Source: an optimization exercise on an open RTL-to-GDS flow (aim: small area). Production flows keep margins and buffers that such runs may drop.
Only simulation tests tie the RTL to the original design; equivalence was not proved.

the baseline:
// jomen_matcher
module jomen_matcher (
    input  wire        clk,
    input  wire        rst,           
    input  wire        drop,          
    input  wire        chip_valid,    
    input  wire        chip,
    input  wire [5:0]  cfg_sync,      
    input  wire        cfg_sync_tol,  
    input  wire [1:0]  cfg_correct,   
    output wire        sync_found,
    output wire        word_valid,
    output wire        word_ok,
    output wire [12:0] word_code,
    output wire [2:0]  word_reason,
    output wire [1:0]  word_errors,
    output wire        word_sync_err
);
    wire [15:0] msg;
    wire [4:0]  s1, dd, ee;
    wire [15:0] corr;
    wire        post_a, post_b;
    jomen_framer u_framer (
        .clk           (clk),
        .rst           (rst),
        .drop          (drop),
        .chip_valid    (chip_valid),
        .chip          (chip),
        .cfg_sync      (cfg_sync),
        .cfg_sync_tol  (cfg_sync_tol),
        .corr          (corr),
        .sync_found    (sync_found),
        .word_valid    (word_valid),
        .msg           (msg),
        .s1            (s1),
        .dd            (dd),
        .ee            (ee),
        .sync_err      (word_sync_err),
        .post_a        (post_a),
        .post_b        (post_b)
    );
    reg  [1:0] limit_q;
    always @(posedge clk)
        if (chip_valid)
            limit_q <= cfg_correct;
    bch31_decoder u_dec (
        .clk    (clk),
        .sel_a  (post_a),
        .sel_b  (post_b),
        .s1     (s1),
        .d      (dd),
        .e      (ee),
        .limit  (limit_q),
        .ok     (word_ok),
        .errors (word_errors),
        .mask   (corr)
    );
    wire [15:0] fixed = msg ^ corr;
    assign word_code   = fixed[12:0];
    assign word_reason = fixed[15:13];
endmodule
Size: about 36 I/O pins, roughly 4100 sq um of cells after synthesis.
export LEC_CHECK = 0
export CAP_MARGIN = 20
export CORE_MARGIN = 2
export CORE_UTILIZATION = 40
export SLEW_MARGIN = 20
create_clock -name core_clock -period 20.0 [get_ports {clk}]
standard.sh (not shown) runs the stock make flow with config.mk's settings and CLKGATE_MAP_FILE= SYNTH_SCRIPT=/design/flow/synth_recipe.tcl, a recipe that flattens the netlist after the stock synthesis.
==> flow/flow/run.sh <==
#!/bin/bash
# Layout flow: the standard ORFS flow, except that synthesis maps the
# logic with an area-oriented ABC script (deep AIG optimisation, then area
# recovery in the mapper) and without Yosys's adder extraction, and port
# buffers use the smallest buffer cell. Everything else (registers, their
# names and cell types, floorplan, power grid, CTS, routing) is the standard
# flow's. Each tool's output goes to a log file in this folder.
set -euo pipefail
W=$PWD
FLOWDIR=$W/flow

# Synthesis script: ORFS's synth.tcl with only the ABC script replaced.
sed -e "s#log_cmd abc {\*}\$abc_args#log_cmd abc {*}[lreplace \$abc_args 1 1 $FLOWDIR/abc_deep.script]#" \
    "$FLOW_HOME/scripts/synth.tcl" > "$W/own_synth.tcl"
grep -q "abc_deep.script" "$W/own_synth.tcl"
sed -e "s#source \$::env(SCRIPTS_DIR)/synth.tcl#source $W/own_synth.tcl#" \
    "$W/synth_recipe.tcl" > "$W/own_synth_recipe.tcl"
grep -q "own_synth.tcl" "$W/own_synth_recipe.tcl"

make -C "$FLOW_HOME" DESIGN_CONFIG="$W/config.mk" WORK_HOME="$W/orfs" CLKGATE_MAP_FILE= \
    SYNTH_SCRIPT="$W/own_synth_recipe.tcl" ADDER_MAP_FILE= synth > "$W/synth.log" 2>&1

# The rest of the standard flow, on that netlist.
bash "$W/standard.sh" BUFFER_PORTS_ARGS="-buffer_cell sky130_fd_sc_hd__buf_1" \
    CTS_ARGS="-sink_clustering_enable -repair_clock_nets -dont_use_dummy_load -buf_list sky130_fd_sc_hd__clkbuf_8 -root_buf sky130_fd_sc_hd__clkbuf_8" finish > "$W/layout.log" 2>&1
test -f "$W/out/final.def"
==> flow/flow/abc_deep.script <==
&get -n
&st
&deepsyn -J 100 -T 900
&dch -f
&nf -R 1000
&put
topo
stime -c
dnsize -c
The baseline went all the way through the flow, and no timing, DRC or antenna check failed.
What the candidate does differently from the baseline at the input level:
-- flow/flow/run.sh --
<<< the baseline, line 24
bash "$W/standard.sh" BUFFER_PORTS_ARGS="-buffer_cell sky130_fd_sc_hd__buf_1" \
    CTS_ARGS="-sink_clustering_enable -repair_clock_nets -dont_use_dummy_load -buf_list sky130_fd_sc_hd__clkbuf_8 -root_buf sky130_fd_sc_hd__clkbuf_8" finish > "$W/layout.log" 2>&1
test -f "$W/out/final.def"
>>> the candidate, line 24
bash "$W/standard.sh" BUFFER_PORTS_ARGS="-buffer_cell sky130_fd_sc_hd__buf_1" \
    CTS_ARGS="-sink_clustering_enable -sink_clustering_size 64 -sink_clustering_max_diameter 500 -repair_clock_nets -dont_use_dummy_load -buf_list sky130_fd_sc_hd__clkbuf_16 -root_buf sky130_fd_sc_hd__clkbuf_16" finish > "$W/layout.log" 2>&1
test -f "$W/out/final.def"
### Flow results
Comparing the candidate with the baseline, the hold slack came out essentially unchanged. Global-route wire length before repair essentially unchanged between the candidate and the baseline. On final instance area: the candidate sits above the baseline. There was hardly any difference in H-tree depth reported by CTS between the baseline and the candidate. Comparing the baseline with the candidate, the post-route clock period utilization came out essentially unchanged. On final worst slack, the candidate and the baseline are basically level. There was hardly any difference in routed wire length between the candidate and the baseline. The candidate vs. the baseline: combined global-route utilization of all metal layers about even; number of vias after detailed routing about even.

==> separate check: timing with driven ports <==
The flow's constraints put no driver on any port. The routed layouts listed below were extracted and timed again, unchanged, in two steps.
Step 1, drivers: a clkbuf_16 drives clk and a buf_2 each remaining input, both assumed.
Step 2 times the ports against the registers' clock, not the clock port: input delays grow and output delays shrink by t, the midpoint of the rising clock arrivals with the driver on.
a / b / c = ideal / step 1 / step 2; a / b = the first two.
run	t, ns	setup WS [ns]	hold WS [ns]	worst data-port slew with drivers (ns)	pins driven straight from the clock port
the baseline	0.317	8.668 / 8.634 / 8.951	0.481 / 0.481 / 0.481	0.04	1
the candidate	0.314	8.670 / 8.633 / 8.947	0.480 / 0.480 / 0.480	0.04	1
After both steps every run listed still meets setup and hold.
